From an optimization exercise on the open Yosys and OpenROAD flow, aimed at small area; shortcuts taken in it are not production practice.
Function was checked by simulation only, so behaviour that the tests miss may differ from the original.
Power is estimated from default activity; no workload was simulated.

// podlink_rx
module podlink_rx (
    input  wire         clk,
    input  wire         rst,             
    input  wire         cfg_dir,         
    input  wire         cfg_side,        
    input  wire         bit_en,          
    input  wire         bit_in,          
    output reg  [1:0]   rx_state,        
    output reg          frame_valid,     
    output wire [11:0]  frame_seq,
    output wire [47:0]  frame_hdr,
    output wire [47:0]  frame_mid,
    output wire [127:0] frame_payload,
    output reg  [31:0]  bad_frames,
    output reg  [15:0]  degraded_count,
    output reg  [15:0]  hunt_count
);
Size: about 340 flip-flops, roughly 310 I/O pins, about 12000 sq um of cells after synthesis.
Settings: LEC_CHECK=0, CAP_MARGIN=20, CORE_MARGIN=2, CORE_UTILIZATION=65, PLACE_DENSITY=0.8, SLEW_MARGIN=20; clock period 8.0 ns.
standard.sh (not shown) runs the stock make flow with config.mk's settings and CLKGATE_MAP_FILE= SYNTH_SCRIPT=/design/flow/synth_recipe.tcl, a recipe that flattens the netlist after the stock synthesis.
==> flow/flow/run.sh <==
#!/bin/bash
# The standard ORFS layout (the standard.sh) with two changes:
#  - port buffers are buf_1 rather than the resizer's default pick
#  - clock tree built from clkbuf_4 with small sink clusters, no dummy loads
# ORFS writes each step's full log under orfs/logs/; make's own output goes
# to flow_make.log in this folder.
set -euo pipefail
export BUFFER_PORTS_ARGS="-buffer_cell sky130_fd_sc_hd__buf_1"
export CTS_ARGS="-sink_clustering_enable -repair_clock_nets -dont_use_dummy_load -buf_list sky130_fd_sc_hd__clkbuf_4 -sink_clustering_size 10 -sink_clustering_max_diameter 200"
bash standard.sh finish > flow_make.log 2>&1
Then changed:
--- a/flow/flow/run.sh
+++ b/flow/flow/run.sh
@@ -4 +4 @@
-#  - clock tree built from clkbuf_4 with small sink clusters, no dummy loads
+#  - clock tree built from clkbuf_8 with small sink clusters, no dummy loads
@@ -9 +9 @@
-export CTS_ARGS="-sink_clustering_enable -repair_clock_nets -dont_use_dummy_load -buf_list sky130_fd_sc_hd__clkbuf_4 -sink_clustering_size 10 -sink_clustering_max_diameter 200"
+export CTS_ARGS="-sink_clustering_enable -repair_clock_nets -dont_use_dummy_load -buf_list sky130_fd_sc_hd__clkbuf_8 -sink_clustering_size 14 -sink_clustering_max_diameter 200"
- CORE_UTILIZATION: 65 -> 40
- PLACE_DENSITY: 0.8 -> 0.6
Result:
- clock power came out higher by 16%
- clock skew came out higher by 0.025 ns
- worst setup slack improves by 0.078 ns
- routed wire length came out higher by 3.3%
- synthesized cell count is unchanged
Then changed:
--- a/flow/flow/run.sh
+++ b/flow/flow/run.sh
@@ -4 +4 @@
-#  - clock tree built from clkbuf_8 with small sink clusters, no dummy loads
+#  - clock tree built from clkbuf_4 with small sink clusters, no dummy loads
@@ -9 +9 @@
-export CTS_ARGS="-sink_clustering_enable -repair_clock_nets -dont_use_dummy_load -buf_list sky130_fd_sc_hd__clkbuf_8 -sink_clustering_size 14 -sink_clustering_max_diameter 200"
+export CTS_ARGS="-sink_clustering_enable -repair_clock_nets -dont_use_dummy_load -buf_list sky130_fd_sc_hd__clkbuf_4 -sink_clustering_size 10 -sink_clustering_max_diameter 200"
- CORE_UTILIZATION: 40 -> 80
- PLACE_DENSITY: 0.6 -> 0.9
=> The changed run produced a clean layout; worst setup slack gets worse by 0.60 ns; routed wire length rises by about 34%; synthesized area does not change; sequential share of layout area went up by 1.7 points; combinational power went up by about 7%.
Then changed:
--- a/flow/flow/run.sh
+++ b/flow/flow/run.sh
@@ -4 +4 @@
-#  - clock tree built from clkbuf_4 with small sink clusters, no dummy loads
+#  - clock tree built from clkbuf_8 with small sink clusters, no dummy loads
@@ -9 +9 @@
-export CTS_ARGS="-sink_clustering_enable -repair_clock_nets -dont_use_dummy_load -buf_list sky130_fd_sc_hd__clkbuf_4 -sink_clustering_size 10 -sink_clustering_max_diameter 200"
+export CTS_ARGS="-sink_clustering_enable -repair_clock_nets -dont_use_dummy_load -buf_list sky130_fd_sc_hd__clkbuf_8 -sink_clustering_size 14 -sink_clustering_max_diameter 200"
- CORE_UTILIZATION: 80 -> 65
- PLACE_DENSITY: 0.9 -> 0.8
After rerunning: Clock skew falls by 0.011 ns. Total power rises slightly. Die area grows by about a fifth. Sequential share of layout area shrinks by 0.75 points. Final cell count rose by a few percent. Cell area came out higher slightly. Hold slack is worse by 0.029 ns. Core utilization falls by 17 points.
Then changed:
--- a/flow/flow/run.sh
+++ b/flow/flow/run.sh
@@ -9 +9 @@
-export CTS_ARGS="-sink_clustering_enable -repair_clock_nets -dont_use_dummy_load -buf_list sky130_fd_sc_hd__clkbuf_8 -sink_clustering_size 14 -sink_clustering_max_diameter 200"
+export CTS_ARGS="-sink_clustering_enable -repair_clock_nets -dont_use_dummy_load -buf_list sky130_fd_sc_hd__clkbuf_8 -sink_clustering_size 18 -sink_clustering_max_diameter 200"
After rerunning: Non-clock buffer count is unchanged; combinational power is about the same; routed wire length is lower by 0.93%; synthesized area is unchanged; die area is unchanged; synthesized cell count is unchanged; setup slack stays flat; via count decreases by 0.60%.

## what the ideal ports hide
How much do the figures lean on ideal ports? The routed layouts below were timed once more, with nothing changed but the port constraints. Step 1, drivers: a clkbuf_16 drives clk and a buf_2 each remaining input, both assumed. Step 2 also shifts input and output timing later by t, the mid clock arrival at the registers, as if the neighbouring blocks saw the same clock. a / b / c = no drivers / after step 1 / after step 2; a / b = the first two.
| run | shift t [ns] | setup WS [ns] | pins driven straight from the clock port |
|---|---|---|---|
| the first run | 0.635 | 1.543 / 1.543 / 1.476 | 1 |
| the second run | 0.587 | 1.621 / 1.621 / 1.474 | 1 |
| the third run | 0.673 | 1.017 / 1.017 / 1.017 | 1 |
| the fourth run | 0.575 | 1.584 / 1.584 / 1.488 | 1 |
| the fifth run | 0.561 | 1.583 / 1.583 / 1.487 | 1 |
After both steps every run listed still meets setup and hold. For the second run, which loses most, drivers alone change the setup slack by 0.000 ns; drivers and shift together by -0.147 ns.
